This design comes from an exercise in tuning for small area, a short achievable clock period and few clock cycles per item on the open sky130 flow, not from production work. Function was checked by simulation only, so behaviour that the tests miss may differ from the original.

==> inputs of v14 <==
==> flow/design.v (excerpt) <==
module zlt_coder (
    input  wire        clk,
    input  wire        rst,
    input  wire        start,
    input  wire        cfg_bounded,
    input  wire [3:0]  cfg_bound,
    input  wire        cfg_cfa,
    output wire        idle,
    input  wire        s_valid,
    output wire        s_ready,
    input  wire [13:0] s_data,
    output reg         o_valid,
    output reg  [63:0] o_data,
    output reg         done,
    output wire [15:0] o_bytes,
    output wire [31:0] o_crc
);
    reg         run, idle_r, rdy;
    reg         c_bnd, c_cfa;
    reg  [3:0]  c_B;
    reg  [5:0]  in_cnt, in_blk;
    reg  [13:0] xin, x1, x2;
    reg  [4:0]  rh1, rx1;
    reg         xv, v1, v2;
    wire        take = s_valid & rdy;
    wire [4:0]  c_step = {c_B, 1'b1};
    wire [4:0]  rh0, rx0;
    assign idle    = idle_r;
    assign s_ready = rdy;
    zlt_modh u_mxh (.xh(xin[13:7]), .bound(c_B), .r(rh0));
    zlt_modl u_mxl (.rh(rh1), .xl(x1[6:0]), .bound(c_B), .r(rx0));
    reg         blk_end;
    reg         f_last;
    wire        pick_adv;
    always @(posedge clk)
        if (idle_r && start) begin
            c_bnd <= cfg_bounded; c_B <= cfg_bound; c_cfa <= cfg_cfa;
        end
    always @(posedge clk) begin
        xin <= s_data;
        x1  <= xin;
        rh1 <= rh0;
        x2  <= x1;
        rx1 <= rx0;
  ...
==> flow/config.mk <==
export PLATFORM = sky130hd
export DESIGN_NAME = zlt_coder
export DESIGN_NICKNAME = zlt_coder
export VERILOG_FILES = /design/flow/design.v
export SDC_FILE = /design/flow/constraint.sdc
export NUM_CORES = 4
export LEC_CHECK = 0
export CAP_MARGIN = 20
export CORE_MARGIN = 2
export CORE_UTILIZATION = 40
export SLEW_MARGIN = 20
==> flow/constraint.sdc <==
create_clock -name core_clock -period 90.0 [get_ports {clk}]
set_input_delay 18.0000 -clock core_clock [delete_from_list [all_inputs] [get_ports {clk}]]
set_output_delay 18.0000 -clock core_clock [all_outputs]
set_load 0.01 [all_outputs]
run.sh (not shown) runs the stock make flow with config.mk's settings and CLKGATE_MAP_FILE= SYNTH_SCRIPT=/design/flow/synth_recipe.tcl, a recipe that flattens the netlist after the stock synthesis.
==> inputs of v1, as changes to v14 <==
--- a/flow/design.v
+++ b/flow/design.v
@@ -174,14 +174,10 @@
     zlt_modh u_mxh (.xh(xin[13:7]), .bound(c_B), .r(rh0));
     zlt_modl u_mxl (.rh(rh1), .xl(x1[6:0]), .bound(c_B), .r(rx0));
     reg         blk_end;
     reg         f_last;
     wire        pick_adv;
-    always @(posedge clk)
-        if (idle_r && start) begin
-            c_bnd <= cfg_bounded; c_B <= cfg_bound; c_cfa <= cfg_cfa;
-        end
     always @(posedge clk) begin
         xin <= s_data;
         x1  <= xin;
         rh1 <= rh0;
         x2  <= x1;
@@ -193,10 +189,11 @@
             xv <= take;
             v1 <= xv;
             v2 <= v1;
             if (idle_r && start) begin
                 run <= 1'b1; idle_r <= 1'b0; rdy <= 1'b1;
+                c_bnd <= cfg_bounded; c_B <= cfg_bound; c_cfa <= cfg_cfa;
                 in_cnt <= 6'd0; in_blk <= 6'd0;
             end else begin
                 if (take) begin
                     in_cnt <= in_cnt + 6'd1;
                     if (in_cnt == 6'd63) begin
@@ -340,11 +337,12 @@
             wire [4:0]  rrf = l_verb ? rx1 : rr;
             wire [4:0]  df  = l_verb ? 5'd0 : d;
             assign sv_all[g] = pick_adv ? sv[0] : sv[1];
             integer h;
             always @(posedge clk) begin
-                if (adv) cost[g] <= (v2 && l_pos == 6'd0) ? 21'd0 : tot[g];
+                if (rst || pick_adv) cost[g] <= 21'd0;
+                else if (adv) cost[g] <= tot[g];
                 if (adv) begin
                     cmv[g] <= mv;
                     dh[0] <= df;
                     for (h = 1; h < 7; h = h + 1) dh[h] <= dh[h-1];
                     if (v2 && lu == 3'd7) begin
@@ -433,18 +431,16 @@
     always @(posedge clk) begin
         if (rst) begin
             k_act <= 1'b0; k_i <= 7'd0;
         end else if (pick_adv) begin
             k_act <= 1'b1; k_i <= 7'd0;
+            k_last <= f_last; k_bnd <= f_bnd; k_B <= f_B; k_cfa <= f_cfa;
+            k_bx <= f_bx; k_by <= f_by; k_pred <= pick;
         end else if (adv && k_act) begin
             if (k_i[6]) k_act <= 1'b0;
             else        k_i <= k_i + 7'd1;
         end
-        if (pick_adv) begin
-            k_last <= f_last; k_bnd <= f_bnd; k_B <= f_B; k_cfa <= f_cfa;
-            k_bx <= f_bx; k_by <= f_by; k_pred <= pick;
-        end
         if (adv) begin
             krx <= krx0;
             krh <= krh0;
             rh[0] <= krf; rrh[0] <= krrf;
             for (k = 1; k < 7; k = k + 1) begin rh[k] <= rh[k-1]; rrh[k] <= rrh[k-1]; end
@@ -480,12 +476,10 @@
         if (rst) begin
             c1_v <= 1'b0; c1_flush <= 1'b0;
         end else if (adv) begin
             c1_v     <= k_proc;
             c1_flush <= k_act && k_i[6] && k_last;
-        end
-        if (adv) begin
             c1_mv    <= k_verb ? {2'b00, kx} : kmv;
             c1_verb  <= k_verb;
             c1_pos0  <= (k_i[5:0] == 6'd0);
             c1_pred  <= k_pred;
             c1_bnd   <= k_bnd;
@@ -523,12 +517,10 @@
         if (rst) begin
             cx_v <= 1'b0; cx_flush <= 1'b0;
         end else if (adv) begin
             cx_v     <= c1_v;
             cx_flush <= c1_flush;
-        end
-        if (adv) begin
             cx_m     <= (c1_verb || !c1_bnd) ? c1_mv[13:0] : av[13:0];
             cx_rem   <= drem;
             cx_q     <= dq[12:7];
             cx_neg   <= c1_mv[15];
             cx_verb  <= c1_verb;
@@ -564,12 +556,10 @@
         if (rst) begin
             cb_v <= 1'b0; cb_flush <= 1'b0;
         end else if (adv) begin
             cb_v     <= cx_v;
             cb_flush <= cx_flush;
-        end
-        if (adv) begin
             cb_m     <= m1;
             cb_verb  <= cx_verb;
             cb_pos0  <= cx_pos0;
             cb_pred  <= cx_pred;
         end
@@ -609,12 +599,10 @@
         if (rst) begin
             c2_v <= 1'b0; c2_flush <= 1'b0;
         end else if (adv) begin
             c2_v     <= cb_v;
             c2_flush <= cb_flush;
-        end
-        if (adv) begin
             c2_f     <= fval;
             c2_len   <= flen;
             if (cb_v) begin
                 if (cb_verb) begin
                     acc_a <= 20'd64;
@@ -632,12 +620,11 @@
     reg  [103:0] pbuf;
     reg  [6:0]   pcnt;
     reg  [12:0]  wcount;
     reg  [31:0]  ncrc;              
     reg          done_d;
-    wire [103:0] pbuf_add = ((pcnt == 7'd0) ? 104'd0 : pbuf) |
-                            ({64'd0, c2_f} << (7'd104 - pcnt - {1'b0, c2_len}));
+    wire [103:0] pbuf_add = pbuf | ({64'd0, c2_f} << (7'd104 - pcnt - {1'b0, c2_len}));
     wire [7:0]   pcnt_add = {1'b0, pcnt} + {2'd0, c2_len};
     function [63:0] byte_order(input [63:0] w);
         integer b;
         begin
             for (b = 0; b < 8; b = b + 1)
@@ -654,36 +641,46 @@
             crc_next = r;
         end
     endfunction
     assign o_bytes = {wcount, 3'b000};
     assign o_crc   = ncrc;
-    wire word_flush = adv && c2_flush && pcnt != 7'd0;
-    wire word_full  = adv && !c2_flush && c2_v && pcnt_add >= 8'd64;
     always @(posedge clk) begin
         if (rst) begin
             o_valid <= 1'b0; done <= 1'b0; done_d <= 1'b0;
-            pcnt <= 7'd0; wcount <= 13'd0; ncrc <= 32'd0;
+            pbuf <= 104'd0; pcnt <= 7'd0; wcount <= 13'd0; ncrc <= 32'd0;
         end else begin
-            o_valid <= word_flush || word_full;
+            o_valid <= 1'b0;
             done_d  <= adv && c2_flush;
             done    <= done_d;
             if (o_valid) ncrc <= ~crc_next(~ncrc, o_data);
             if (done) begin
                 ncrc <= 32'd0;
                 wcount <= 13'd0;
             end
-            if (word_flush || word_full) wcount <= wcount + 13'd1;
-            if (adv && c2_flush)  pcnt <= 7'd0;
-            else if (adv && c2_v) pcnt <= word_full ? pcnt_add[6:0] - 7'd64 : pcnt_add[6:0];
+            if (adv && c2_flush) begin
+                if (pcnt != 7'd0) begin
+                    o_valid <= 1'b1;
+                    o_data  <= byte_order(pbuf[103:40]);
+                    wcount  <= wcount + 13'd1;
+                end
+                pbuf <= 104'd0;
+                pcnt <= 7'd0;
+            end else if (adv && c2_v) begin
+                if (pcnt_add >= 8'd64) begin
+                    o_valid <= 1'b1;
+                    o_data  <= byte_order(pbuf_add[103:40]);
+                    wcount  <= wcount + 13'd1;
+                    pbuf    <= {pbuf_add[39:0], 64'd0};
+                    pcnt    <= pcnt_add[6:0] - 7'd64;
+                end else begin
+                    pbuf <= pbuf_add;
+                    pcnt <= pcnt_add[6:0];
+                end
+            end
         end
     end
     always @(posedge clk) begin
-        if (word_flush) o_data <= byte_order(pbuf[103:40]);
-        if (word_full)  o_data <= byte_order(pbuf_add[103:40]);
-        if (adv && c2_v && !c2_flush) pbuf <= word_full ? {pbuf_add[39:0], 64'd0} : pbuf_add;
-    end
-    always @(posedge clk) begin
         if (rst) pend <= 7'd0;
         else if (pick_adv && f_last) pend <= 7'd69;
         else if (adv && pend != 7'd0) pend <= pend - 7'd1;
     end
 endmodule
==> inputs of v30, as changes to v14 <==
--- a/flow/design.v
+++ b/flow/design.v
@@ -67,19 +67,19 @@
         v  = e + df;
         if (!bounded) begin
             r   = x;
             rr  = rx;
             d   = 5'd0;
-            mv  = {2'b00, {e[12:0], 1'b0} ^ {14{e[13]}}};
-            cst = mv;
+            mv  = {{2{e[13]}}, e[13:0]};         
+            cst = 16'd0;
         end else begin
             if (ru < 0)                 begin r = 14'd0;     rr = 5'd0;  end
             else if (ru > 16'sd16383)   begin r = 14'd16383; rr = r_top; end
             else                        begin r = ru[13:0];  rr = rp;    end
             d   = r[4:0] - x[4:0];
             mv  = v;
-            cst = v[15] ? (-(v <<< 1) - {11'd0, step}) : (v << 1);
+            cst = 16'd0;
         end
     end
 endmodule
 module zlt_rtop (
     input  wire [3:0]  bound,
@@ -174,14 +174,19 @@
     zlt_modh u_mxh (.xh(xin[13:7]), .bound(c_B), .r(rh0));
     zlt_modl u_mxl (.rh(rh1), .xl(x1[6:0]), .bound(c_B), .r(rx0));
     reg         blk_end;
     reg         f_last;
     wire        pick_adv;
-    always @(posedge clk)
-        if (idle_r && start) begin
-            c_bnd <= cfg_bounded; c_B <= cfg_bound; c_cfa <= cfg_cfa;
+    reg         cfg_bnd_r, cfg_cfa_r, st_r;
+    reg  [3:0]  cfg_B_r;
+    always @(posedge clk) begin
+        cfg_bnd_r <= cfg_bounded; cfg_B_r <= cfg_bound; cfg_cfa_r <= cfg_cfa;
+        st_r <= idle_r && start;
+        if (st_r) begin
+            c_bnd <= cfg_bnd_r; c_B <= cfg_B_r; c_cfa <= cfg_cfa_r;
         end
+    end
     always @(posedge clk) begin
         xin <= s_data;
         x1  <= xin;
         rh1 <= rh0;
         x2  <= x1;
@@ -191,26 +196,21 @@
             in_cnt <= 6'd0; in_blk <= 6'd0;
         end else begin
             xv <= take;
             v1 <= xv;
             v2 <= v1;
-            if (idle_r && start) begin
-                run <= 1'b1; idle_r <= 1'b0; rdy <= 1'b1;
-                in_cnt <= 6'd0; in_blk <= 6'd0;
-            end else begin
-                if (take) begin
-                    in_cnt <= in_cnt + 6'd1;
-                    if (in_cnt == 6'd63) begin
-                        in_blk <= in_blk + 6'd1;
-                        rdy    <= 1'b0;
-                        if (in_blk == 6'd63) run <= 1'b0;
-                    end
-                end else if (run && !rdy) begin
-                    rdy <= 1'b1;
-                end
-                if (pick_adv && f_last) idle_r <= 1'b1;
+            if (take) begin
+                in_cnt <= in_cnt + 6'd1;
+                if (in_cnt == 6'd63) in_blk <= in_blk + 6'd1;
             end
+            if (idle_r && start)                 rdy <= 1'b1;
+            else if (take && in_cnt == 6'd63)    rdy <= 1'b0;
+            else if (run && !rdy)                rdy <= 1'b1;
+            if (idle_r && start)                 run <= 1'b1;
+            else if (take && in_cnt == 6'd63 && in_blk == 6'd63) run <= 1'b0;
+            if (idle_r && start)                 idle_r <= 1'b0;
+            else if (pick_adv && f_last)         idle_r <= 1'b1;
         end
     end
     reg  [6:0]  pend;
     wire        mid   = run && (in_cnt != 6'd0 || in_blk != 6'd0);
     wire        drain = (pend != 7'd0) && !mid;
@@ -272,13 +272,11 @@
             radd = s[4:0];
         end
     endfunction
     function [16:0] cst(input [15:0] mv, input bnd, input [4:0] st);
         begin
-            if (!bnd)        cst = {3'd0, mv[13:0]};
-            else if (mv[15]) cst = {1'b0, ~mv} + {1'b0, ~mv} + 17'd2 - {12'd0, st};
-            else             cst = {mv, 1'b0};
+            cst = {mv ^ {16{mv[15]}}, 1'b0} + (mv[15] ? 17'd2 - {12'd0, st} : 17'd0);
         end
     endfunction
     reg  [20:0] cost [0:3];
     reg  [15:0] cmv  [0:3];         
     reg         cvalid;
@@ -493,45 +491,45 @@
         end
     end
     reg  [14:0] av;
     reg  [4:0]  dstep, drem, drem2;
     reg  [5:0]  d6;
-    reg  [12:0] dq, dq2;
+    reg  [13:0] dq, dq2;
     reg  [13:0] m1;
     integer i;
     always @* begin
         av    = c1_mv[15] ? -c1_mv[14:0] : c1_mv[14:0];
         dstep = {c1_B, 1'b1};
         drem  = 5'd0;
-        dq    = 13'd0;
+        dq    = 14'd0;
         for (i = 14; i >= 7; i = i - 1) begin
             d6 = {drem, av[i]};
             if (d6 >= {1'b0, dstep}) begin
                 drem = d6[4:0] - dstep;
-                if (i < 13) dq[i] = 1'b1;
+                if (i < 14) dq[i] = 1'b1;
             end else begin
                 drem = d6[4:0];
             end
         end
     end
     reg         cx_v, cx_verb, cx_pos0, cx_flush, cx_bnd, cx_neg;
     reg  [13:0] cx_m;               
     reg  [4:0]  cx_rem;
-    reg  [5:0]  cx_q;
+    reg  [6:0]  cx_q;
     reg  [3:0]  cx_B;
     reg  [1:0]  cx_pred;
     always @(posedge clk) begin
         if (rst) begin
             cx_v <= 1'b0; cx_flush <= 1'b0;
         end else if (adv) begin
             cx_v     <= c1_v;
             cx_flush <= c1_flush;
         end
         if (adv) begin
-            cx_m     <= (c1_verb || !c1_bnd) ? c1_mv[13:0] : av[13:0];
+            cx_m     <= c1_verb ? c1_mv[13:0] : av[13:0];
             cx_rem   <= drem;
-            cx_q     <= dq[12:7];
+            cx_q     <= dq[13:7];
             cx_neg   <= c1_mv[15];
             cx_verb  <= c1_verb;
             cx_bnd   <= c1_bnd;
             cx_B     <= c1_B;
             cx_pos0  <= c1_pos0;
@@ -552,12 +550,12 @@
                 dq2[i2] = 1'b1;
             end else begin
                 drem2 = d62[4:0];
             end
         end
-        if (cx_verb || !cx_bnd) m1 = cx_m;
-        else                    m1 = {dq2, 1'b0} - {13'd0, cx_neg};
+        if (cx_verb) m1 = cx_m;
+        else         m1 = {dq2[12:0], 1'b0} - {13'd0, cx_neg};
     end
     reg         cb_v, cb_verb, cb_pos0, cb_flush;
     reg  [13:0] cb_m;
     reg  [1:0]  cb_pred;
     always @(posedge clk) begin
--- a/flow/config.mk
+++ b/flow/config.mk
@@ -5,7 +5,9 @@
 export SDC_FILE = /design/flow/constraint.sdc
 export NUM_CORES = 4
 export LEC_CHECK = 0
 export CAP_MARGIN = 20
 export CORE_MARGIN = 2
-export CORE_UTILIZATION = 40
+export CORE_UTILIZATION = 55
+export CTS_CLUSTER_DIAMETER = 100
+export CTS_CLUSTER_SIZE = 30
 export SLEW_MARGIN = 20
==> run summary <==
metric                                                               v1         v14         v30
Worst Tran Pin Value                                            1180 ps     1280 ps     1170 ps
H-tree levels                                                         5           5           4
Vertical die dimension                                           677 µm      676 µm      576 µm
Post-synthesis register bit count                                  3554        3554        3559
Flip-flop and latch share of the layout cell area                 50.8%       51.7%       54.4%
Number of synthesized flops with an enable pin                     3171        3354        3352
DRT Pass-1 Iters                                                      8           9           7
Status                                         timing/DRC/antenna clean  timing/DRC/antenna clean  timing/DRC/antenna clean
Post-synthesis simple-gate area fraction                          7.22%       7.01%       6.70%
Tap cells                                                          5976        5952        4346
Final Util                                                        44.8%       45.1%       59.1%
Fraction of layout instances using a drive strength above 1       8.08%       8.36%       6.60%
Effective utilization at floorplan                                40.1%       40.2%       55.1%
Sequential cell area fraction in the yosys report                 56.8%       57.9%       58.2%
DIE AREA                                                     458000 µm²  458000 µm²  332000 µm²
Testbench counts of v14, summed over its fixed seeds: cycles 200,440, sorts 48.
Testbench counts of v1, summed over its fixed seeds: cycles 200,440, sorts 48.
Testbench counts of v30, summed over its fixed seeds: cycles 200,440, sorts 48.

==> afterwards: timing with drivers on the ports <==
Ports are ideal in the flow. The routed layouts listed here were re-timed in OpenROAD.
Step 1, drivers: a clkbuf_16 drives clk and a buf_2 each remaining input, both assumed.
Step 2 moves the port delays by t, midway between the first and last clock arrival at a register: inputs arrive t later, outputs are due t later. That takes back most of the time a late clock gives input paths.
Three values: ideal ports, drivers, drivers and shift; two values: the first two.
| run | t (ns) | slack for setup (ns) | worst setup path after step 2 | latest minus earliest clock arrival (ns) | pins driven straight from the clock port |
|---|---|---|---|---|---|
| v14 | 1.083 | 69.514 / 69.395 / 69.916 | input to register | 0.118 / 0.118 | 1 |
| v1 | 1.051 | 69.571 / 69.465 / 69.005 | input to register | 0.074 / 0.074 | 1 |
| v30 | 0.989 | 69.357 / 69.252 / 69.938 | input to register | 0.097 / 0.096 | 1 |
After both steps every run listed still meets setup and hold. For v1, which loses most, drivers alone change the setup slack by -0.106 ns; drivers and shift together by -0.566 ns.
